This is an optimization exercise on Yosys and OpenROAD, whose aim is small area, not a production implementation.
The RTL of this run was laid out without a check of its function.
Power is estimated from default activity; no workload was simulated.

### flow/config.mk
export PLATFORM = sky130hd
export DESIGN_NAME = chk_unit
export DESIGN_NICKNAME = chk_unit
export VERILOG_FILES = /design/flow/design.v
export SDC_FILE = /design/flow/constraint.sdc
export NUM_CORES = 8
export LEC_CHECK = 0
export CAP_MARGIN = 10
export CORE_MARGIN = 2
export CORE_UTILIZATION = 60
export GPL_ROUTABILITY_DRIVEN = 0
export PLACE_DENSITY = 0.72
export SLEW_MARGIN = 10
### flow/constraint.sdc
create_clock -name core_clock -period 13.0 [get_ports {clk}]
set_input_delay 2.6000 -clock core_clock [delete_from_list [all_inputs] [get_ports {clk}]]
set_output_delay 2.6000 -clock core_clock [all_outputs]
set_load 0.01 [all_outputs]
### flow/design.v
module chk_channel #(
    parameter [3:0] CH = 4'd0
) (
    input  wire        clk,
    input  wire        rst,
    input  wire        sel,
    input  wire        w_cfg,
    input  wire        w_seq,
    input  wire        w_fsrc,
    input  wire        w_fcnt,
    input  wire        w_cmp,
    input  wire        w_crc,
    input  wire        w_start,      
    input  wire        w_ctl,        
    input  wire        w_res,        
    input  wire        w_cnt,        
    input  wire        w_le,         
    input  wire        w_fd,         
    input  wire        w_mmclr,      
    input  wire        mm_set,       
    input  wire        w_touch,      
    input  wire [5:0]  d_cfg,        
    input  wire [15:0] d_seq,
    input  wire [29:0] d_fsrc,
    input  wire [12:0] d_fcnt,
    input  wire [31:0] d_cmp,
    input  wire [31:0] d_crc,
    input  wire [31:0] d_res,
    input  wire [7:0]  d_alive,
    input  wire [1:0]  d_cuf,
    input  wire [1:0]  d_le,
    input  wire [3:0]  d_own,
    input  wire [6:0]  d_stamp,
    input  wire        rel_w,        
    input  wire        tick_due,     
    input  wire [6:0]  t_due,
    input  wire        jet_stop,
    input  wire [2:0]  jet_stop_id,
    input  wire        steward_stop,
    input  wire        lockout,
    output wire [5:0]  q_cfg,
    output wire [5:0]  q_act,
    output wire [15:0] q_seq,
    output wire [29:0] q_fsrc,
    output wire [12:0] q_fcnt,
    output wire [31:0] q_cmp,
    output wire [31:0] q_crc,
    output wire [31:0] q_res,
    output wire [7:0]  q_alive,
    output wire [1:0]  q_cuf,
    output wire [1:0]  q_le,
    output wire        q_fd,
    output wire        q_mm,
    output wire [3:0]  q_own
);
    localparam PRIV = (CH < 4);
    localparam [3:0] IDLE = 4'b0001;
    reg        cfg_cmp_en, cfg_swap;
    reg [1:0]  cfg_poly;
    reg        cfg_x0;
    reg        act_cmp_en, act_swap;
    reg [1:0]  act_poly;
    reg        act_x0;
    reg [15:0] seq;
    reg [29:0] fsrc;
    reg [12:0] fcnt;
    reg [31:0] cmp, crc, res;
    reg [7:0]  alive;
    reg [1:0]  cuf;
    reg [1:0]  last_end;
    reg        feed_st, mm_flag;
    reg [3:0]  own;
    reg [6:0]  stamp;
    wire [1:0] cfg_x, act_x;
    wire       rel_q  = (own != IDLE) && (lockout ||
                                  (jet_stop && own == {1'b1, jet_stop_id}) ||
                                  (steward_stop && own == 4'b0100) ||
                                  (tick_due && !(sel && w_touch) && stamp == t_due));
    wire       rel    = (sel && w_ctl) ? rel_w : rel_q;
    always @(posedge clk) begin
        if (rst || (sel && w_cfg)) begin
            cfg_cmp_en <= d_cfg[5];
            cfg_swap   <= d_cfg[4];
            cfg_poly   <= d_cfg[3:2];
            cfg_x0     <= d_cfg[0];
        end
        if (sel && w_start) begin
            act_cmp_en <= cfg_cmp_en;
            act_swap   <= cfg_swap;
            act_poly   <= cfg_poly;
            act_x0     <= cfg_x0;
        end
        if (rst || (sel && w_fsrc)) fsrc <= d_fsrc;
        if (rst || (sel && w_fcnt)) fcnt <= d_fcnt;
        if (rst || (sel && w_cmp))  cmp  <= d_cmp;
        if (sel && w_crc)           crc  <= d_crc;
        if (rst || (sel && w_res))  res  <= d_res;
        if (rst || (sel && w_mmclr) || mm_set)
            mm_flag <= !rst && !(sel && w_mmclr);
        if (rst || (sel && w_fd))   feed_st <= !rst;
        if (rst || rel || (sel && w_le))
            last_end <= rst ? 2'd0 : rel ? 2'd3 : d_le;
        if (rst || rel || (sel && w_ctl))
            own <= (rst || rel) ? IDLE : d_own;
        if (sel && w_touch) stamp <= d_stamp;
    end
    generate
        if (PRIV) begin : g_seq
            always @(posedge clk)
                if (rst || (sel && w_seq)) seq <= d_seq;
            assign cfg_x   = {1'b0, cfg_x0};
            assign act_x   = {1'b0, act_x0};
            assign q_seq   = seq;
            assign q_alive = 8'h00;
            assign q_cuf   = 2'd0;
        end else begin : g_alive
            reg cfg_x1, act_x1;
            always @(posedge clk) begin
                if (rst || (sel && w_cfg)) cfg_x1 <= d_cfg[1];
                if (sel && w_start)        act_x1 <= cfg_x1;
                if (rst || (sel && w_cnt)) begin
                    alive <= d_alive;
                    cuf   <= d_cuf;
                end
            end
            assign cfg_x   = {cfg_x1, cfg_x0};
            assign act_x   = {act_x1, act_x0};
            assign q_seq   = 16'h0000;
            assign q_alive = alive;
            assign q_cuf   = cuf;
        end
    endgenerate
    assign q_cfg  = {cfg_cmp_en, cfg_swap, cfg_poly, cfg_x};
    assign q_act  = {act_cmp_en, act_swap, act_poly, act_x};
    assign q_fsrc = fsrc;
    assign q_fcnt = fcnt;
    assign q_cmp  = cmp;
    assign q_crc  = crc;
    assign q_res  = res;
    assign q_le   = last_end;
    assign q_fd   = feed_st;
    assign q_mm   = mm_flag;
    assign q_own  = own;
endmodule
module chk_crc (
    input  wire [1:0]  poly,
    input  wire [31:0] x,
    input  wire [31:0] d,
    input  wire        one,
    input  wire        none,
    output wire [31:0] y
);
    wire [15:0] t0, m0, s0;
    wire [31:0] t1, m1, s1;
    wire [31:0] t2, m2, s2;
    wire [7:0]  t3, m3, s3;
    wire a0 = x[15] ^ d[23];
    wire a1 = x[14] ^ d[22];
    wire a2 = x[0] ^ d[24];
    wire a3 = x[7] ^ d[31];
    wire a4 = x[1] ^ d[25];
    wire a5 = x[2] ^ d[26];
    wire a6 = x[3] ^ d[27];
    wire a7 = x[5] ^ d[29];
    wire a8 = x[6] ^ d[30];
    wire a9 = x[4] ^ d[28];
    wire a10 = x[12] ^ d[20];
    wire a11 = x[13] ^ d[21];
    wire a12 = x[17] ^ d[9];
    wire a13 = x[9] ^ d[17];
    wire a14 = x[18] ^ d[10];
    wire a15 = x[11] ^ d[19];
    wire a16 = x[8] ^ d[16];
    wire a17 = x[10] ^ d[18];
    wire a18 = x[22] ^ d[14];
    wire a19 = x[20] ^ d[12];
    wire a20 = x[21] ^ d[13];
    wire a21 = x[23] ^ d[15];
    wire a22 = x[19] ^ d[11];
    wire a23 = x[16] ^ d[8];
    wire a24 = a0 ^ a16;
    wire a25 = a1 ^ a8;
    wire a26 = a12 ^ a18;
    wire a27 = a5 ^ a14;
    wire a28 = a2 ^ a4;
    wire a29 = a9 ^ a10;
    wire a30 = a7 ^ a11;
    wire a31 = a3 ^ a21;
    wire a32 = a6 ^ a22;
    wire a33 = a19 ^ a20;
    wire a34 = a15 ^ a17;
    wire a35 = a13 ^ a23;
    wire a36 = a13 ^ a28;
    wire a37 = a17 ^ a26;
    wire a38 = a2 ^ a24;
    wire a39 = a19 ^ a23;
    wire a40 = a25 ^ a30;
    wire a41 = a11 ^ a27;
    wire a42 = a5 ^ a6;
    wire a43 = a29 ^ a30;
    wire a44 = a25 ^ a31;
    wire a45 = a0 ^ a22;
    wire a46 = a4 ^ a10;
    wire a47 = a0 ^ a20;
    wire a48 = d[8] ^ d[12];
    wire a49 = a13 ^ a17;
    wire a50 = a9 ^ a33;
    wire a51 = a21 ^ a32;
    wire a52 = a1 ^ a15;
    wire a53 = a1 ^ a14;
    wire a54 = a24 ^ a29;
    wire a55 = a3 ^ a24;
    wire a56 = a3 ^ a25;
    wire a57 = a7 ^ a27;
    wire a58 = a2 ^ a12;
    wire a59 = a4 ^ a9;
    wire a60 = a8 ^ a21;
    wire a61 = a7 ^ a33;
    wire a62 = d[22] ^ d[9];
    wire a63 = a26 ^ a32;
    wire a64 = d[10] ^ d[14];
    wire a65 = a6 ^ a15;
    wire a66 = a23 ^ a33;
    wire a67 = a35 ^ a47;
    wire a68 = d[11] ^ d[15];
    wire a69 = a22 ^ a41;
    wire a70 = a4 ^ a5;
    wire a71 = a45 ^ a60;
    wire a72 = d[30] ^ a48;
    wire a73 = d[13] ^ d[14];
    wire a74 = a39 ^ a55;
    wire a75 = a18 ^ a20;
    wire a76 = a14 ^ a31;
    wire a77 = d[20] ^ d[21];
    wire a78 = a29 ^ a65;
    wire a79 = a35 ^ a50;
    wire a80 = d[18] ^ a48;
    wire a81 = a26 ^ a34;
    wire a82 = a14 ^ a40;
    wire a83 = a12 ^ a31;
    wire a84 = a5 ^ a28;
    wire a85 = a8 ^ a35;
    wire a86 = d[23] ^ d[11];
    wire a87 = a15 ^ a19;
    wire a88 = a18 ^ a27;
    wire a89 = a16 ^ a20;
    wire a90 = a11 ^ a28;
    wire a91 = x[14] ^ a72;
    wire a92 = x[15] ^ d[31];
    wire a93 = a16 ^ a36;
    wire a94 = d[12] ^ a3;
    wire a95 = a34 ^ a42;
    wire a96 = a1 ^ a3;
    wire a97 = a9 ^ a51;
    wire a98 = a49 ^ a70;
    wire a99 = x[30] ^ a8;
    wire a100 = d[16] ^ d[10];
    wire a101 = a50 ^ a88;
    wire a102 = a15 ^ a61;
    wire a103 = a78 ^ a91;
    wire a104 = a39 ^ a41;
    wire a105 = a34 ^ a71;
    wire a106 = a2 ^ a7;
    wire a107 = a4 ^ a37;
    wire a108 = a33 ^ a38;
    wire a109 = a37 ^ a53;
    wire a110 = a4 ^ a12;
    wire a111 = a32 ^ a108;
    wire a112 = a7 ^ a77;
    wire a113 = a10 ^ a18;
    wire a114 = a10 ^ a34;
    wire a115 = d[13] ^ a93;
    wire a116 = a63 ^ a67;
    wire a117 = a34 ^ a96;
    wire a118 = a23 ^ a44;
    wire a119 = a32 ^ a74;
    wire a120 = d[17] ^ a86;
    wire a121 = a57 ^ a81;
    wire a122 = a6 ^ a9;
    wire a123 = a10 ^ a15;
    wire a124 = a56 ^ a68;
    wire a125 = d[13] ^ a2;
    wire a126 = a62 ^ a73;
    wire a127 = a37 ^ a44;
    wire a128 = a24 ^ a31;
    wire a129 = a43 ^ a92;
    wire a130 = a17 ^ a69;
    wire a131 = a49 ^ a83;
    wire a132 = a40 ^ a64;
    wire a133 = a28 ^ a30;
    wire a134 = a36 ^ a55;
    wire a135 = a11 ^ a52;
    wire a136 = a37 ^ a104;
    wire a137 = a13 ^ a29;
    wire a138 = d[22] ^ a94;
    wire a139 = a13 ^ a87;
    wire a140 = a23 ^ a59;
    wire a141 = a5 ^ a11;
    wire a142 = a3 ^ a79;
    wire a143 = a44 ^ a46;
    wire a144 = a7 ^ a36;
    wire a145 = a15 ^ a45;
    wire a146 = d[17] ^ d[9];
    assign t0[0] = ((d[16] ^ x[0]) ^ a103);
    assign t0[1] = (((d[13] ^ a146) ^ x[1]) ^ a129);
    assign t0[2] = ((d[18] ^ x[2]) ^ a132);
    assign t0[3] = ((a0 ^ (d[19] ^ x[3])) ^ a124);
    assign t0[4] = (a38 ^ ((d[20] ^ x[4]) ^ a94));
    assign t0[5] = (a115 ^ ((d[21] ^ x[5]) ^ a103));
    assign t0[6] = (a129 ^ ((a126 ^ x[6]) ^ a98));
    assign t0[7] = (a132 ^ (((d[23] ^ d[15]) ^ x[7]) ^ a95));
    assign t0[8] = (a124 ^ (a38 ^ a78));
    assign t0[9] = (a134 ^ (d[12] ^ a43));
    assign t0[10] = (a98 ^ (((d[24] ^ d[13]) ^ x[8]) ^ a40));
    assign t0[11] = (a95 ^ ((a0 ^ ((d[25] ^ d[14]) ^ x[9])) ^ a56));
    assign t0[12] = (a38 ^ (((d[26] ^ d[15]) ^ x[10]) ^ (a3 ^ a91)));
    assign t0[13] = ((a92 ^ ((d[27] ^ d[9]) ^ x[11])) ^ a115);
    assign t0[14] = (((d[28] ^ a64) ^ x[12]) ^ a98);
    assign t0[15] = (((d[29] ^ a68) ^ x[13]) ^ a95);
    assign t1[0] = (((a12 ^ a14) ^ (a46 ^ (x[24] ^ a8))) ^ a119);
    assign t1[1] = (a142 ^ ((a58 ^ (x[25] ^ a16)) ^ a69));
    assign t1[2] = ((a61 ^ (x[26] ^ a32)) ^ (a93 ^ a109));
    assign t1[3] = ((x[27] ^ a36) ^ (a101 ^ a105));
    assign t1[4] = (a121 ^ (a38 ^ (a60 ^ (x[28] ^ a20))));
    assign t1[5] = ((a26 ^ (x[29] ^ a21)) ^ (a38 ^ a139));
    assign t1[6] = (a111 ^ (a99 ^ a131));
    assign t1[7] = (((x[31] ^ a8) ^ a63) ^ (a137 ^ (a34 ^ a47)));
    assign t1[8] = ((a39 ^ a43) ^ (a76 ^ (a18 ^ a34)));
    assign t1[9] = ((a66 ^ a76) ^ (a133 ^ (a52 ^ (a0 ^ a6))));
    assign t1[10] = ((a6 ^ a96) ^ a101);
    assign t1[11] = (a97 ^ (a75 ^ (a7 ^ a24)));
    assign t1[12] = ((a54 ^ a63) ^ (a76 ^ a144));
    assign t1[13] = (a131 ^ (a43 ^ (a0 ^ a42)));
    assign t1[14] = ((a110 ^ a43) ^ (a117 ^ (a19 ^ a45)));
    assign t1[15] = ((a38 ^ a40) ^ (a66 ^ (a27 ^ a123)));
    assign t1[16] = ((a10 ^ a56) ^ (a90 ^ a116));
    assign t1[17] = ((a128 ^ (a1 ^ a59)) ^ a136);
    assign t1[18] = (a143 ^ ((a5 ^ a13) ^ a102));
    assign t1[19] = (a107 ^ (a66 ^ a69));
    assign t1[20] = ((a33 ^ a52) ^ (a51 ^ (a26 ^ a27)));
    assign t1[21] = ((a31 ^ a89) ^ (a140 ^ (a8 ^ a26)));
    assign t1[22] = ((a84 ^ a85) ^ ((a19 ^ a113) ^ ((a0 ^ a7) ^ a51)));
    assign t1[23] = (((a20 ^ a21) ^ a54) ^ a130);
    assign t1[24] = (a134 ^ ((a26 ^ a123) ^ a82));
    assign t1[25] = (a130 ^ ((a24 ^ a35) ^ a143));
    assign t1[26] = ((a25 ^ a36) ^ (a41 ^ a114));
    assign t1[27] = ((a46 ^ a141) ^ (a117 ^ (a0 ^ a32)));
    assign t1[28] = ((a39 ^ a42) ^ (a54 ^ a135));
    assign t1[29] = ((a58 ^ (a1 ^ a6)) ^ (a43 ^ a67));
    assign t1[30] = ((a0 ^ a37) ^ (a140 ^ a82));
    assign t1[31] = ((a58 ^ a57) ^ (a145 ^ a118));
    assign t2[0] = (a38 ^ (a53 ^ (x[24] ^ a10)));
    assign t2[1] = ((x[25] ^ a35) ^ (a45 ^ a90));
    assign t2[2] = ((a39 ^ (x[26] ^ a1)) ^ ((a12 ^ a17) ^ a84));
    assign t2[3] = ((a47 ^ a65) ^ (a110 ^ (x[27] ^ a27)));
    assign t2[4] = ((a32 ^ (x[28] ^ a2)) ^ (a88 ^ (a23 ^ a29)));
    assign t2[5] = (a97 ^ (a133 ^ (a19 ^ (x[29] ^ a12))));
    assign t2[6] = ((a70 ^ a99) ^ (a54 ^ a61));
    assign t2[7] = ((a75 ^ (x[31] ^ a3)) ^ (a85 ^ (a30 ^ a42)));
    assign t2[8] = ((a16 ^ a122) ^ a127);
    assign t2[9] = ((a31 ^ a52) ^ (a106 ^ a137));
    assign t2[10] = ((a4 ^ a17) ^ a82);
    assign t2[11] = (a145 ^ ((a2 ^ a5) ^ a56));
    assign t2[12] = ((a6 ^ a46) ^ a74);
    assign t2[13] = ((a58 ^ a89) ^ (a141 ^ (a9 ^ a35)));
    assign t2[14] = (a144 ^ (a6 ^ a109));
    assign t2[15] = ((a27 ^ a59) ^ a105);
    assign t2[16] = ((a52 ^ a57) ^ a119);
    assign t2[17] = ((a85 ^ (a12 ^ a29)) ^ a111);
    assign t2[18] = (a142 ^ ((a14 ^ a30) ^ a107));
    assign t2[19] = (a121 ^ ((a21 ^ a22) ^ (a25 ^ a89)));
    assign t2[20] = ((a32 ^ (a16 ^ a18)) ^ (a44 ^ a139));
    assign t2[21] = ((a31 ^ a49) ^ (a53 ^ a50));
    assign t2[22] = ((a75 ^ a106) ^ (a114 ^ (a22 ^ a53)));
    assign t2[23] = ((a87 ^ a113) ^ (a71 ^ a90));
    assign t2[24] = ((a28 ^ a41) ^ (a66 ^ a128));
    assign t2[25] = ((a27 ^ a46) ^ a116);
    assign t2[26] = (a97 ^ a136);
    assign t2[27] = ((a12 ^ a51) ^ (a54 ^ a102));
    assign t2[28] = (a79 ^ (a40 ^ (a18 ^ a24)));
    assign t2[29] = (a127 ^ (a7 ^ a67));
    assign t2[30] = (a118 ^ (a10 ^ a81));
    assign t2[31] = (a83 ^ a135);
    assign t3[0] = ((a80 ^ (a73 ^ (d[21] ^ d[23]))) ^ a28);
    assign t3[1] = (((d[19] ^ d[15]) ^ a126) ^ a84);
    assign t3[2] = (a125 ^ (((d[15] ^ a77) ^ (a100 ^ a80)) ^ a42));
    assign t3[3] = (a122 ^ (((a62 ^ (d[16] ^ d[19])) ^ (a80 ^ a120)) ^ a2));
    assign t3[4] = (a112 ^ (((d[19] ^ d[8]) ^ (a64 ^ a146)) ^ a9));
    assign t3[5] = (a112 ^ (((d[18] ^ d[10]) ^ (a62 ^ a68)) ^ a8));
    assign t3[6] = ((((d[19] ^ d[21]) ^ (a86 ^ a100)) ^ a8) ^ a138);
    assign t3[7] = (a138 ^ ((d[20] ^ a120) ^ a125));
    wire b0_0 = m0[13] ^ d[5];
    wire b0_1 = m0[15] ^ d[7];
    wire b0_2 = m0[12] ^ d[4];
    wire b0_3 = m0[14] ^ d[6];
    wire b0_4 = d[2] ^ b0_3;
    wire b0_5 = d[1] ^ b0_0;
    wire b0_6 = m0[9] ^ b0_5;
    wire b0_7 = m0[11] ^ d[3];
    wire b0_8 = m0[8] ^ d[0];
    wire b0_9 = b0_2 ^ b0_8;
    wire b0_10 = m0[10] ^ b0_4;
    wire b0_11 = b0_1 ^ b0_7;
    assign s0[0] = b0_9;
    assign s0[1] = b0_6;
    assign s0[2] = b0_10;
    assign s0[3] = b0_11;
    assign s0[4] = b0_2;
    assign s0[5] = (b0_0 ^ b0_9);
    assign s0[6] = (b0_3 ^ b0_6);
    assign s0[7] = (b0_1 ^ b0_10);
    assign s0[8] = (m0[0] ^ b0_11);
    assign s0[9] = (m0[1] ^ b0_2);
    assign s0[10] = (m0[2] ^ b0_0);
    assign s0[11] = (m0[3] ^ b0_3);
    assign s0[12] = (b0_9 ^ (m0[4] ^ b0_1));
    assign s0[13] = (m0[5] ^ b0_6);
    assign s0[14] = (m0[6] ^ b0_10);
    assign s0[15] = (m0[7] ^ b0_11);
    wire b1_0 = m1[2] ^ d[2];
    wire b1_1 = m1[1] ^ d[1];
    wire b1_2 = m1[6] ^ d[6];
    wire b1_3 = m1[7] ^ d[7];
    wire b1_4 = m1[5] ^ d[5];
    wire b1_5 = m1[4] ^ d[4];
    wire b1_6 = m1[3] ^ d[3];
    wire b1_7 = m1[0] ^ d[0];
    wire b1_8 = b1_1 ^ b1_2;
    wire b1_9 = b1_0 ^ b1_5;
    wire b1_10 = b1_4 ^ b1_6;
    wire b1_11 = b1_3 ^ b1_7;
    wire b1_12 = b1_8 ^ b1_10;
    wire b1_13 = b1_0 ^ b1_8;
    wire b1_14 = b1_3 ^ b1_10;
    wire b1_15 = b1_1 ^ b1_7;
    wire b1_16 = b1_4 ^ b1_9;
    wire b1_17 = b1_6 ^ b1_11;
    wire b1_18 = b1_3 ^ b1_5;
    wire b1_19 = b1_8 ^ b1_11;
    wire b1_20 = b1_9 ^ b1_15;
    wire b1_21 = b1_1 ^ b1_5;
    assign s1[0] = ((m1[8] ^ b1_6) ^ b1_20);
    assign s1[1] = (b1_20 ^ (m1[9] ^ b1_10));
    assign s1[2] = (b1_12 ^ (m1[10] ^ b1_9));
    assign s1[3] = (b1_14 ^ (b1_9 ^ (m1[11] ^ b1_2)));
    assign s1[4] = (b1_13 ^ (b1_4 ^ (m1[12] ^ b1_3)));
    assign s1[5] = (b1_18 ^ (m1[13] ^ b1_8));
    assign s1[6] = (b1_14 ^ (m1[14] ^ b1_21));
    assign s1[7] = (m1[15] ^ b1_12);
    assign s1[8] = ((m1[16] ^ b1_2) ^ (b1_9 ^ b1_11));
    assign s1[9] = (b1_16 ^ (m1[17] ^ b1_11));
    assign s1[10] = ((m1[18] ^ b1_2) ^ b1_16);
    assign s1[11] = ((m1[19] ^ b1_2) ^ b1_14);
    assign s1[12] = (b1_13 ^ (b1_6 ^ (m1[20] ^ b1_3)));
    assign s1[13] = (b1_3 ^ (m1[21] ^ b1_1));
    assign s1[14] = (b1_21 ^ (m1[22] ^ b1_6));
    assign s1[15] = ((m1[23] ^ b1_7) ^ b1_16);
    assign s1[16] = ((m1[24] ^ b1_7) ^ b1_12);
    assign s1[17] = (b1_19 ^ (m1[25] ^ b1_9));
    assign s1[18] = (b1_18 ^ (m1[26] ^ b1_4));
    assign s1[19] = (b1_12 ^ (b1_9 ^ (m1[27] ^ b1_7)));
    assign s1[20] = (b1_12 ^ (b1_9 ^ (m1[28] ^ b1_3)));
    assign s1[21] = ((m1[29] ^ b1_4) ^ b1_19);
    assign s1[22] = (b1_17 ^ (b1_5 ^ (m1[30] ^ b1_2)));
    assign s1[23] = ((m1[31] ^ b1_0) ^ b1_14);
    assign s1[24] = b1_13;
    assign s1[25] = (b1_0 ^ b1_17);
    assign s1[26] = b1_0;
    assign s1[27] = b1_6;
    assign s1[28] = (b1_5 ^ b1_7);
    assign s1[29] = (b1_4 ^ b1_15);
    assign s1[30] = (b1_7 ^ b1_13);
    assign s1[31] = ((b1_0 ^ b1_1) ^ b1_17);
    wire b2_0 = m2[0] ^ d[0];
    wire b2_1 = m2[1] ^ d[1];
    wire b2_2 = m2[4] ^ d[4];
    wire b2_3 = m2[7] ^ d[7];
    wire b2_4 = m2[2] ^ d[2];
    wire b2_5 = m2[5] ^ d[5];
    wire b2_6 = m2[3] ^ d[3];
    wire b2_7 = m2[6] ^ d[6];
    wire b2_8 = b2_1 ^ b2_3;
    wire b2_9 = b2_0 ^ b2_5;
    wire b2_10 = b2_4 ^ b2_6;
    wire b2_11 = b2_7 ^ b2_9;
    wire b2_12 = b2_2 ^ b2_6;
    wire b2_13 = b2_0 ^ b2_2;
    wire b2_14 = b2_7 ^ b2_8;
    wire b2_15 = b2_1 ^ b2_4;
    wire b2_16 = b2_3 ^ b2_12;
    wire b2_17 = b2_3 ^ b2_4;
    wire b2_18 = b2_2 ^ b2_17;
    wire b2_19 = b2_10 ^ b2_13;
    wire b2_20 = b2_1 ^ b2_9;
    wire b2_21 = b2_8 ^ b2_12;
    wire b2_22 = b2_7 ^ b2_10;
    assign s2[0] = (m2[8] ^ b2_4);
    assign s2[1] = (b2_6 ^ (m2[9] ^ b2_0));
    assign s2[2] = (b2_13 ^ (m2[10] ^ b2_1));
    assign s2[3] = (b2_15 ^ (m2[11] ^ b2_5));
    assign s2[4] = ((m2[12] ^ b2_0) ^ b2_22);
    assign s2[5] = (m2[13] ^ b2_21);
    assign s2[6] = (b2_5 ^ (m2[14] ^ b2_2));
    assign s2[7] = (m2[15] ^ b2_11);
    assign s2[8] = (m2[16] ^ b2_14);
    assign s2[9] = (m2[17] ^ b2_3);
    assign s2[10] = (m2[18] ^ b2_4);
    assign s2[11] = (m2[19] ^ b2_6);
    assign s2[12] = (m2[20] ^ b2_13);
    assign s2[13] = (m2[21] ^ b2_20);
    assign s2[14] = (b2_15 ^ (m2[22] ^ b2_7));
    assign s2[15] = (b2_10 ^ (m2[23] ^ b2_3));
    assign s2[16] = (m2[24] ^ b2_19);
    assign s2[17] = (b2_20 ^ (m2[25] ^ b2_12));
    assign s2[18] = (b2_11 ^ (b2_15 ^ (m2[26] ^ b2_2)));
    assign s2[19] = (b2_14 ^ (b2_10 ^ (m2[27] ^ b2_5)));
    assign s2[20] = ((m2[28] ^ b2_7) ^ b2_16);
    assign s2[21] = ((m2[29] ^ b2_5) ^ b2_18);
    assign s2[22] = ((m2[30] ^ b2_5) ^ b2_22);
    assign s2[23] = ((m2[31] ^ b2_7) ^ b2_16);
    assign s2[24] = (b2_9 ^ b2_18);
    assign s2[25] = (b2_11 ^ (b2_1 ^ b2_10));
    assign s2[26] = (b2_14 ^ b2_19);
    assign s2[27] = (b2_5 ^ b2_21);
    assign s2[28] = (b2_2 ^ b2_11);
    assign s2[29] = (b2_8 ^ b2_11);
    assign s2[30] = (b2_0 ^ b2_14);
    assign s2[31] = b2_8;
    wire b3_0 = m3[4] ^ d[4];
    wire b3_1 = m3[2] ^ d[2];
    wire b3_2 = m3[5] ^ d[5];
    wire b3_3 = m3[3] ^ d[3];
    wire b3_4 = m3[0] ^ d[0];
    wire b3_5 = m3[1] ^ d[1];
    wire b3_6 = m3[6] ^ d[6];
    wire b3_7 = b3_0 ^ b3_4;
    wire b3_8 = m3[7] ^ d[7];
    wire b3_9 = b3_1 ^ b3_8;
    wire b3_10 = b3_0 ^ b3_3;
    wire b3_11 = b3_5 ^ b3_6;
    wire b3_12 = b3_2 ^ b3_7;
    wire b3_13 = b3_3 ^ b3_5;
    assign s3[0] = (b3_6 ^ b3_12);
    assign s3[1] = (b3_11 ^ (b3_2 ^ b3_8));
    assign s3[2] = (b3_9 ^ b3_12);
    assign s3[3] = (b3_7 ^ b3_13);
    assign s3[4] = (b3_11 ^ (b3_1 ^ b3_4));
    assign s3[5] = (b3_9 ^ b3_13);
    assign s3[6] = (b3_1 ^ b3_10);
    assign s3[7] = (b3_2 ^ b3_10);
    assign m0 = one ? x[15:0] : t0;
    assign m1 = one ? x : t1;
    assign m2 = one ? x : t2;
    assign m3 = one ? x[7:0] : t3;
    reg [31:0] ys;
    always @(*) begin
        case (poly)
            2'd0:    ys = {16'h0000, s0};
            2'd1:    ys = s1;
            2'd2:    ys = s2;
            default: ys = {24'h000000, s3};
        endcase
    end
    assign y = none ? x : ys;
endmodule
module chk_unit (
    input  wire        clk,
    input  wire        rst,
    input  wire        req_valid,
    input  wire        req_write,
    input  wire [6:0]  req_addr,
    input  wire [31:0] req_wdata,
    input  wire [2:0]  req_src,
    input  wire [2:0]  req_jet,
    output reg         rsp_valid,
    output reg         rsp_denied,
    output reg  [31:0] rsp_rdata,        
    input  wire [7:0]  fold_addr,
    input  wire        tick_ms,
    input  wire        jet_stop,
    input  wire [2:0]  jet_stop_id,
    input  wire        steward_stop,
    input  wire        lockout,
    output wire        mismatch_evt,
    output reg  [2:0]  mismatch_ch
);
    localparam [3:0] R_CFG  = 4'd0, R_SEQ  = 4'd1, R_FSRC = 4'd2, R_FCNT = 4'd3,
                     R_CTL  = 4'd4, R_DATA = 4'd5, R_BYTE = 4'd6, R_RES  = 4'd7,
                     R_CMP  = 4'd8, R_STAT = 4'd9;
    localparam [3:0] IDLE = 4'b0001;
    wire [2:0]  c  = req_addr[6:4];
    wire [3:0]  r  = req_addr[3:0];
    wire [31:0] wd = req_wdata;
    wire        priv = !c[2];
    wire [3:0]  id = (req_src == 3'd1) ? {1'b1, req_jet} : {1'b0, req_src};
    localparam NW = 32 + 16 + 6 + 6 + 8 + 4 + 2;
    wire [NW-1:0] q_w [0:7];
    wire [7:0]    oh_c = 8'd1 << c;
    localparam NR = 32 + 32 + 30 + 13 + 16 + 6 + 8 + 2 + 1 + 1;
    wire [NR-1:0] q_r [0:7];
    wire [7:0]    mm_set;        
    reg [NW-1:0] s_w;
    integer n;
    always @(*) begin
        s_w = {NW{1'b0}};
        for (n = 0; n < 8; n = n + 1)
            s_w = s_w | (q_w[n] & {NW{oh_c[n]}});
    end
    wire [31:0] crc_c;
    wire [15:0] seq_c;
    wire [5:0]  cfg_c, act_c;
    wire [7:0]  alive_c;
    wire [3:0]  own_c;
    wire [1:0]  le_c;
    assign {crc_c, seq_c, cfg_c, act_c, alive_c, own_c, le_c} = s_w;
    wire active_c = (own_c != IDLE);
    wire owner_c  = (own_c == id);
    wire prot     = (r <= R_BYTE) || (r == R_CMP);
    wire denied   = (priv && req_src == 3'd1) || (active_c && !owner_c && prot);
    wire ok       = req_valid && req_write && !denied;
    wire is_ctl = (r == R_CTL);
    wire b_start  = wd[31], b_feed = wd[30], b_finish = wd[29], b_abort = wd[28];
    wire start    = is_ctl && b_start;
    wire act1     = b_start || active_c;
    wire fin      = is_ctl && act1 && !b_abort && !b_feed && b_finish;
    wire feed     = is_ctl && act1 && !b_abort && b_feed;
    wire ends     = is_ctl && act1 && (b_abort || (!b_feed && b_finish));
    wire [5:0] cf      = start ? cfg_c : act_c;
    wire       cmp_en  = cf[5];
    wire [1:0] poly    = cf[3:2];
    wire [1:0] cnt_w   = cf[1:0];
    wire       seq_inc = fin && priv && cf[0];
    wire       cnt     = fin && !priv && (cnt_w != 2'd0);
    wire       cnt4    = (cnt_w == 2'd1);
    reg [31:0] x0;
    always @(*) begin
        if (start) begin
            case ({priv, poly})
                3'b000: x0 = 32'h0000_FFFF;
                3'b011: x0 = 32'h0000_00FF;
                3'b100: x0 = 32'h0000_1E0C;
                3'b101: x0 = 32'hA942_E6BC;
                3'b110: x0 = 32'hF095_8FD9;
                3'b111: x0 = 32'h0000_007E;
                default: x0 = 32'hFFFF_FFFF;
            endcase
        end else begin
            x0 = crc_c;
        end
    end
    wire [7:0]  cbyte = cnt4 ? {4'h0, alive_c[3:0]} : alive_c;
    wire [31:0] dsw   = {wd[7:0], wd[15:8], wd[23:16], wd[31:24]};
    wire        swap  = act_c[4];
    wire [31:0] edata = is_ctl ? (priv ? {8'h00, fold_addr, seq_c} : {24'h0, cbyte})
                               : ((r == R_DATA && swap) ? dsw : wd);
    wire        one   = (r == R_BYTE) || (is_ctl && !priv);
    wire        none  = is_ctl && !(priv && start) && !cnt;
    wire [31:0] y;
    chk_crc u_crc (.poly(poly), .x(x0), .d(edata), .one(one), .none(none), .y(y));
    reg [31:0] fin_v, mask;
    always @(*) begin
        case (poly)
            2'd0:    begin fin_v = {16'h0000, y[15:0]};       mask = 32'h0000_FFFF; end
            2'd3:    begin fin_v = {24'h000000, ~y[7:0]};      mask = 32'h0000_00FF; end
            default: begin fin_v = ~y;                         mask = 32'hFFFF_FFFF; end
        endcase
    end
    reg       mm_pend;
    reg [1:0] mm_w;
    always @(posedge clk) begin
        mm_pend <= !rst && ok && fin && cmp_en;
        mm_w    <= {mask[16], mask[8]};
    end
    wire [3:0] own_s = start ? id : own_c;
    wire [3:0] d_own = (b_abort || (!b_feed && b_finish)) ? IDLE : own_s;
    wire       rel_w = (d_own != IDLE) && (lockout ||
                                           (jet_stop && d_own == {1'b1, jet_stop_id}) ||
                                           (steward_stop && d_own == 4'b0100));
    reg  [6:0] tcnt;
    wire [6:0] tnext = tcnt + {6'd0, tick_ms};
    wire [6:0] t_due = tcnt - 7'd99;
    wire [5:0]  d_cfg   = rst ? 6'b000100
                              : {wd[16], wd[4], wd[1:0], priv ? {1'b0, wd[12]} : wd[9:8]};
    wire [15:0] d_seq   = rst ? 16'h0 : (r == R_SEQ) ? wd[15:0] : seq_c + 16'd1;
    wire [29:0] d_fsrc  = rst ? 30'h0 : {wd[31:30], wd[27:0]};
    wire [12:0] d_fcnt  = rst ? 13'h0 : wd[12:0];
    wire [31:0] d_cmp   = rst ? 32'h0 : wd;
    wire [31:0] d_res   = rst ? 32'h0 : fin_v;
    wire [7:0]  d_alive = rst ? 8'h0 : cnt4 ? {4'h0, alive_c[3:0] + 4'd1} : alive_c + 8'd1;
    wire [1:0]  d_cuf   = rst ? 2'd0 : {1'b1, cnt4};
    wire [1:0]  d_le    = b_abort ? 2'd2 : 2'd1;
    wire w_cfg   = (r == R_CFG);
    wire w_seq   = (r == R_SEQ) || seq_inc;
    wire w_fsrc  = (r == R_FSRC);
    wire w_fcnt  = (r == R_FCNT);
    wire w_cmp   = (r == R_CMP);
    wire w_crc   = (r == R_CTL) || (r == R_DATA) || (r == R_BYTE);
    wire w_mmclr = (r == R_STAT) && wd[23];
    wire w_touch = owner_c || start;
    genvar g;
    generate
        for (g = 0; g < 8; g = g + 1) begin : chan
            wire [5:0]  q_cfg, q_act;
            wire [15:0] q_seq;
            wire [29:0] q_fsrc;
            wire [12:0] q_fcnt;
            wire [31:0] q_cmp, q_crc, q_res;
            wire [7:0]  q_alive;
            wire [1:0]  q_cuf, q_le;
            wire        q_fd, q_mm;
            wire [3:0]  q_own;
            chk_channel #(.CH(g)) u_ch (
                .clk(clk), .rst(rst),
                .sel(ok && oh_c[g]),
                .w_cfg(w_cfg), .w_seq(w_seq), .w_fsrc(w_fsrc), .w_fcnt(w_fcnt),
                .w_cmp(w_cmp), .w_crc(w_crc), .w_start(start), .w_ctl(is_ctl),
                .w_res(fin), .w_cnt(cnt), .w_le(ends), .w_fd(feed), .w_mmclr(w_mmclr), .mm_set(mm_set[g]),
                .w_touch(w_touch),
                .d_cfg(d_cfg), .d_seq(d_seq), .d_fsrc(d_fsrc), .d_fcnt(d_fcnt),
                .d_cmp(d_cmp), .d_crc(y), .d_res(d_res), .d_alive(d_alive),
                .d_cuf(d_cuf), .d_le(d_le), .d_own(d_own),
                .d_stamp(tnext),
                .rel_w(rel_w), .tick_due(tick_ms), .t_due(t_due),
                .jet_stop(jet_stop), .jet_stop_id(jet_stop_id),
                .steward_stop(steward_stop), .lockout(lockout),
                .q_cfg(q_cfg), .q_act(q_act), .q_seq(q_seq),
                .q_fsrc(q_fsrc), .q_fcnt(q_fcnt), .q_cmp(q_cmp),
                .q_crc(q_crc), .q_res(q_res), .q_alive(q_alive),
                .q_cuf(q_cuf), .q_le(q_le), .q_fd(q_fd), .q_mm(q_mm),
                .q_own(q_own)
            );
            assign q_w[g] = {q_crc, q_seq, q_cfg, q_act, q_alive, q_own, q_le};
            assign q_r[g] = {q_res, q_cmp, q_fsrc, q_fcnt, q_seq, q_cfg,
                             q_alive, q_cuf, q_mm, q_fd};
        end
    endgenerate
    reg [3:0] ra;           
    reg [3:0] ra_own;       
    reg [1:0] ra_le;
    always @(posedge clk) begin
        if (rst) begin
            rsp_valid    <= 1'b0;
            tcnt         <= 7'd0;
        end else begin
            rsp_valid    <= req_valid;
            tcnt         <= tnext;
        end
        rsp_denied  <= req_write && denied;
        mismatch_ch <= c;
        ra          <= r;
        ra_own      <= own_c;
        ra_le       <= le_c;
    end
    wire [7:0]    oh_a = 8'd1 << mismatch_ch;
    reg  [NR-1:0] s_r;
    always @(*) begin
        s_r = {NR{1'b0}};
        for (n = 0; n < 8; n = n + 1)
            s_r = s_r | (q_r[n] & {NR{oh_a[n]}});
    end
    wire [31:0] res_a, cmp_a;
    wire [29:0] fsrc_a;
    wire [12:0] fcnt_a;
    wire [15:0] seq_a;
    wire [5:0]  cfg_a;
    wire [7:0]  alive_a;
    wire [1:0]  cuf_a;
    wire        mm_a, fd_a;
    assign {res_a, cmp_a, fsrc_a, fcnt_a, seq_a, cfg_a, alive_a, cuf_a, mm_a, fd_a} = s_r;
    wire [31:0] diff = res_a ^ cmp_a;
    assign mismatch_evt = mm_pend && ((|diff[7:0]) || (mm_w[0] && (|diff[15:8])) ||
                                      (mm_w[1] && (|diff[31:16])));
    assign mm_set = {8{mismatch_evt}} & oh_a;
    wire       apriv    = !mismatch_ch[2];
    wire       aactive  = (ra_own != IDLE);
    wire [7:0] cnt_used = !cuf_a[1] ? 8'h00
                        : cuf_a[0] ? {4'h0, alive_a[3:0] - 4'd1} : alive_a - 8'd1;
    wire [2:0] owner    = !aactive ? 3'd0 : ra_own[3] ? 3'd1 : ra_own[2:0];
    wire [2:0] ojet     = ra_own[3] ? ra_own[2:0] : 3'd0;
    always @(*) begin
        case (ra)
            R_CFG:  rsp_rdata = {15'h0, cfg_a[5], 3'h0, apriv & cfg_a[0], 2'h0,
                                 apriv ? 2'b00 : cfg_a[1:0], 3'h0, cfg_a[4], 2'h0, cfg_a[3:2]};
            R_SEQ:  rsp_rdata = {16'h0000, seq_a};
            R_FSRC: rsp_rdata = {fsrc_a[29:28], 2'b00, fsrc_a[27:0]};
            R_FCNT: rsp_rdata = {19'h0, fcnt_a};
            R_RES:  rsp_rdata = res_a;
            R_CMP:  rsp_rdata = cmp_a;
            R_STAT: rsp_rdata = {aactive ? 2'd1 : 2'd0, owner, ojet, mm_a,
                                 1'b0, ra_le, 1'b0, 1'b0, fd_a, 1'b0, cnt_used, 8'h00};
            default: rsp_rdata = 32'h0;
        endcase
    end
endmodule
### flow/flow/run.sh
#!/bin/bash
# Own layout flow.
# 1. The standard synthesis (standard.sh synth).
# 2. The same synthesis again with an area-oriented ABC mapping script
#    (area_synth.tcl, abc_area_map.script, bias_lib.py); its netlist replaces
#    the standard one only if it holds exactly the same registers (names and
#    cell types).
# 3. The standard ORFS layout steps, with clock tree and port buffer
#    settings of our own.
# Each tool's output goes to a log of its own in this folder.
set -euo pipefail
W=$(pwd)
R=$W/orfs/results/$FLOW_PLATFORM/chk_unit/base
A=$W/orfs_area/results/$FLOW_PLATFORM/chk_unit/base

bash standard.sh synth > 1_standard_synth.log 2>&1
cp $R/1_2_yosys.v $W/standard_synth.v

python3 flow/bias_lib.py $FLOW_HOME/platforms/$FLOW_PLATFORM/lib/sky130_fd_sc_hd__tt_025C_1v80.lib \
  $W/abc_bias.lib 5.0 > 2_bias_lib.log 2>&1
if bash standard.sh WORK_HOME=$W/orfs_area SYNTH_SCRIPT=$W/flow/area_synth.tcl synth \
     > 2_area_synth.log 2>&1 \
   && python3 flow/regs_match.py $W/standard_synth.v $A/1_2_yosys.v > 2_regs_match.log 2>&1; then
  cp $A/1_2_yosys.v $R/1_2_yosys.v
  touch $R/1_2_yosys.v
fi

bash standard.sh \
  "CTS_ARGS=-sink_clustering_enable -repair_clock_nets -sink_clustering_size 10 -sink_clustering_max_diameter 40 -buf_list sky130_fd_sc_hd__clkbuf_4 -dont_use_dummy_load" \
  "BUFFER_PORTS_ARGS=-buffer_cell sky130_fd_sc_hd__buf_1" \
  finish > 3_layout.log 2>&1
### flow/flow/abc_area_map.script
strash
dc2
dch -f
amap
### flow/flow/area_synth.tcl
set ::area_dir [file dirname [file normalize [info script]]]
set ::area_abc_script [file join $::area_dir abc_area_map.script]
# the library ABC maps with (written by run.sh with bias_lib.py)
set ::area_abc_lib [file join [file dirname $::area_dir] abc_bias.lib]
proc synth {args} { yosys synth -nofsm -noshare {*}$args }
proc abc {args} {
  set i [lsearch -exact $args -script]
  if {$i >= 0} {
    set args [lreplace $args [expr {$i + 1}] [expr {$i + 1}] $::area_abc_script]
  }
  set l [lsearch -exact $args -liberty]
  if {$l >= 0 && [file exists $::area_abc_lib]} {
    set args [lreplace $args [expr {$l + 1}] [expr {$l + 1}] $::area_abc_lib]
  }
  set j [lsearch -exact $args -D]
  if {$j >= 0} {
    set args [lreplace $args $j [expr {$j + 1}]]
  }
  yosys abc {*}$args
}
# no half or full adder cells: ABC maps that logic together with the rest
proc extract_fa {args} {}
source $::env(SCRIPTS_DIR)/synth.tcl
# left out here: clear keep_hierarchy, flatten, clean up, hide names made inside functions, write 1_2_yosys.v
### flow/flow/bias_lib.py
#!/usr/bin/env python3
"""Writes a copy of a liberty file in which the two-input XOR and XNOR cells
are given a smaller area. Used only to steer ABC's area mapping towards
those cells (which are faster than the NAND/OAI structures it would
otherwise build an XOR from); every later step reads the real library.
Usage: bias_lib.py IN.lib OUT.lib AREA"""
import re, sys

src, dst, area = sys.argv[1], sys.argv[2], sys.argv[3]
text = open(src).read()
for cell in ("sky130_fd_sc_hd__xor2_1", "sky130_fd_sc_hd__xnor2_1"):
    start = text.index('cell ("%s")' % cell)
    at = text.index("area", start)
    end = text.index(";", at)
    text = text[:at] + "area : " + area + text[end:]
open(dst, "w").write(text)
### flow/flow/regs_match.py
#!/usr/bin/env python3
"""Checks that two netlists hold the same registers: the same instance names,
each of the same cell type. Usage: regs_match.py STANDARD.v OTHER.v"""
import re, sys

def regs(path):
    text = open(path).read()
    out = {}
    for m in re.finditer(r'^\s*(sky130_fd_sc_hd__\w+)\s+(\\\S+|\w+)\s*\(', text, re.M):
        cell, name = m.group(1), m.group(2)
        if re.search(r'__(e|s|se)?df|__dl', cell):
            out[name] = cell
    return out

a, b = regs(sys.argv[1]), regs(sys.argv[2])
if a != b:
    print("registers differ: %d vs %d, %d names only in the first, %d only in the second, %d of another type"
          % (len(a), len(b), len(set(a) - set(b)), len(set(b) - set(a)),
             sum(1 for k in set(a) & set(b) if a[k] != b[k])))
    sys.exit(1)
print("registers match: %d" % len(a))
### flow/standard.sh
#!/bin/bash
# synth_recipe.tcl (not shown) runs the flow's synth.tcl, then flattens the netlist and writes it again
# the make line also repeats each setting of config.mk as NAME=value (left out here)
make -C /OpenROAD-flow-scripts/flow DESIGN_CONFIG=/design/flow/config.mk WORK_HOME=/design/flow/orfs CLKGATE_MAP_FILE= SYNTH_SCRIPT=/design/flow/synth_recipe.tcl "${@:-finish}"
==> results.txt <==
## cell type report
cell class              count  area [sq um]
well taps                1391          1740
flip-flops and latches   1449         43300
fillers                  7703         35900
diodes                      7          17.5
multi-input cells        2735         19700
repair buffers            331          2190
inverters                 221           832
clock buffers             175          1310
## stage by stage
step / instances / cell area, sq um / power, W
2_1_floorplan: 4405 / 63300 / 0.0126
3_3_place_gp: 6126 / 67700 / 0.0151
3_5_place_dp: 6126 / 67700 / 0.0152
4_1_cts: 6301 / 69000 / 0.0171
5_1_grt: 6304 / 69000 / 0.0182
6_report: 6309 / 69000 / 0.0175
## power breakdown
| group | switching [W] | total (W) | internal, W |
|---|---|---|---|
| clock network | 0.00138 | 0.00199 | 0.000617 |
| logic | 0.00581 | 0.00854 | 0.00273 |
| registers | 0.000177 | 0.00693 | 0.00675 |
| total | 0.00737 | 0.0175 | 0.0101 |
## state kept, by name (all words and copies together), names as in the netlist, 16 cells and up
| name | cells |
|---|---|
| chan.u_ch.act_poly | 16 |
| chan.u_ch.crc | 256 |
| chan.u_ch.fsrc | 240 |
| chan.u_ch.cfg_poly | 16 |
| chan.u_ch.res | 256 |
| chan.u_ch.cmp | 256 |
| chan.u_ch.fcnt | 104 |
| chan.u_ch.own | 32 |
| chan.u_ch.alive | 32 |
| chan.u_ch.stamp | 56 |
| chan.u_ch.last_end | 16 |
| chan.u_ch.seq | 64 |
## layer usage
| metal | vias to the layer above | global-route usage | wire [microns] |
|---|---|---|---|
| met3 | 672 | 0.0971 | 29700 |
| met4 | 8 | 0.186 | 11800 |
| met1 | 21700 | 0.529 | 73700 |
| met5 | - | 0 | 161 |
| met2 | 3814 | 0.560 | 90400 |
| li1 | 18600 | - | - |
## worst register-to-register path: cells and delay by family (launching register included)
kind / cells / cell delay (ns)
XOR/XNOR: 10 / 2.88
buffers and inverters: 11 / 2.36
AO/OA/AOI/OAI: 8 / 1.99
AND/OR/NAND/NOR: 7 / 1.21
flip-flops: 1 / 0.45
## final timing paths
| check | startpoint | endpoint | slack [ns] | cells after the start |
|---|---|---|---|---|
| setup / recovery | req_addr[4] | chan[7].u_ch.res[4] | 1.26 | 29 |
| hold / removal | chan[5].u_ch.cfg_cmp_en | chan[5].u_ch.act_cmp_en | 0.46 | 0 |
| setup reg to reg | chan[6].u_ch.cfg_poly[1] | chan[3].u_ch.res[10] | 3.82 | 36 |
| hold reg to reg | chan[5].u_ch.cfg_cmp_en | chan[5].u_ch.act_cmp_en | 0.46 | 0 |
==> key figures <==
Run status
  – Status: complete, no violations

Critical path
  – CP peak stage delay: ~0.74 ns
  – Worst path bufs/invs: 10
  – Startpoint types: primary input
  – Critical Path RT: 13.81 ns
  – Endpoint class of the critical path: flip-flop
  – Slowest cell on the critical path: o32ai_1
  – WP data arrival: approximately 13 ns
  – Crit-path leading delay family: XOR/XNOR gates
  – Crit-path max FO: 31
  – CP most frequent cell: xor2_1
  – WS Path Type: primary input to flip-flop

Finish
  – Fin nets: between 4000 and 5000
  – Final Util: 0.658
  – Area Overhead vs Synth: 9.19%
  – Commonest cells after routing, fill and taps aside: 1424 x edfxtp_1, 487 x xor2_1, 302 x nand2_1
  – Layout cells sized above 1: 0.0963
  – Most common cell after layout, fill and taps aside: edfxtp_1

Hold path
  – Hold Crit Class: flip-flop to flip-flop

Route
  – Routed Antenna Nets: 0
  – Post-route DRC: 0
  – Detailed Routing Iterations Pass 1: 10
  – Via count: approximately 45000
  – DRT Wirelength: 206000 microns
  – DRT iter0 DRCs: roughly 8300
  – Wire per inst: roughly 33 microns
  – Vias/cell: approximately 7.1

Floorplan
  – Die Wd: 329 microns
  – Starting Density: 0.602
  – DIE AREA: roughly 110000 sq um
  – IO Pins: between 100 and 150
  – Core box area: ~100000 sq um
  – # rows: between 100 and 150
  – Die Height: ~330 microns

STA
  – Worst slew margin: 0.0785
  – Final setup margin: roughly 1.3 ns
  – Worst-Margin Slew: roughly 1.4 ns
  – RSZ-0062 raised after global routing: false
  – Minimum clock period: about 12 ns
  – Layout Skew: around 0.14 ns
  – Final hold viol count: 0
  – Final setup TNS: 0 ns
  – Max Clk Rate: roughly 85 MHz
  – Hold_ws: between 0.4 and 0.5 ns
  – Fin. max-slew vios: 0
  – Setup violators final: 0
  – Tcrit/Tclk final: 0.903

Clocking
  – Root Driver: clkbuf_4
  – Hold_buf cts: 0
  – Setup repair bufs after CTS: 0
  – Worst-case clock buffer depth: 3
  – CTS Buf Count: around 180
  – Clock latency on the worst-skew pair: about 1.2 ns
  – Sink Count: between 1000 and 1500
  – Clock transition at path regs: about 0.10 ns
  – CTS tree: built
  – CTS H-tree lvls: 4
  – PostCTS Resize Cnt: 0

Placed design
  – Dpl ws: roughly 0.58 ns
  – Post-DP HPWL: 137000 microns
  – PortBufs: roughly 100

Global route
  – Global-route usage over all layers: 0.379
  – Initial antenna violation count: 10
  – Global-route wire length before repair: just under 300000 microns
  – Largest net degree at the start of global routing: 100
  – Global route overflow: 0
  – Vias in the first global route: about 42000

Power
  – Maximum VDD drop: roughly 0.00042 V
  – Static leakage: 22.5 nW
  – PD cells: 253 nW/um^2

Run
  – Max Cap Violations: 0

Yosys
  – Post-Syn Nets: around 4500
  – Yosys warnings: 10
  – Average size of a mapped cell: ~14 sq um
  – Cells after synthesis: roughly 4400
  – Post-Syn Area: approximately 63000 sq um

[separate check: timing with driven ports]
No port has a modelled driver above. Below, the same layout with a new extraction and two added sets of constraints.
Step 1 assumes that a clkbuf_16 drives the clock port and a buf_2 every other input.
Step 2, shift: input delay + t, output delay - t, t = (earliest + latest rising clock arrival at the registers) / 2. This alone moves slack from input paths to output paths.
Three values: ideal ports, drivers, drivers and shift; two values: the first two.
t (ns): 1.177
setup WS [ns]: 1.259 / 1.311 / 0.134
cell pins on the clock port's net: 1
After both steps this run still meets setup and hold. For this run, drivers alone change the setup slack by +0.052 ns; drivers and shift together by -1.125 ns.
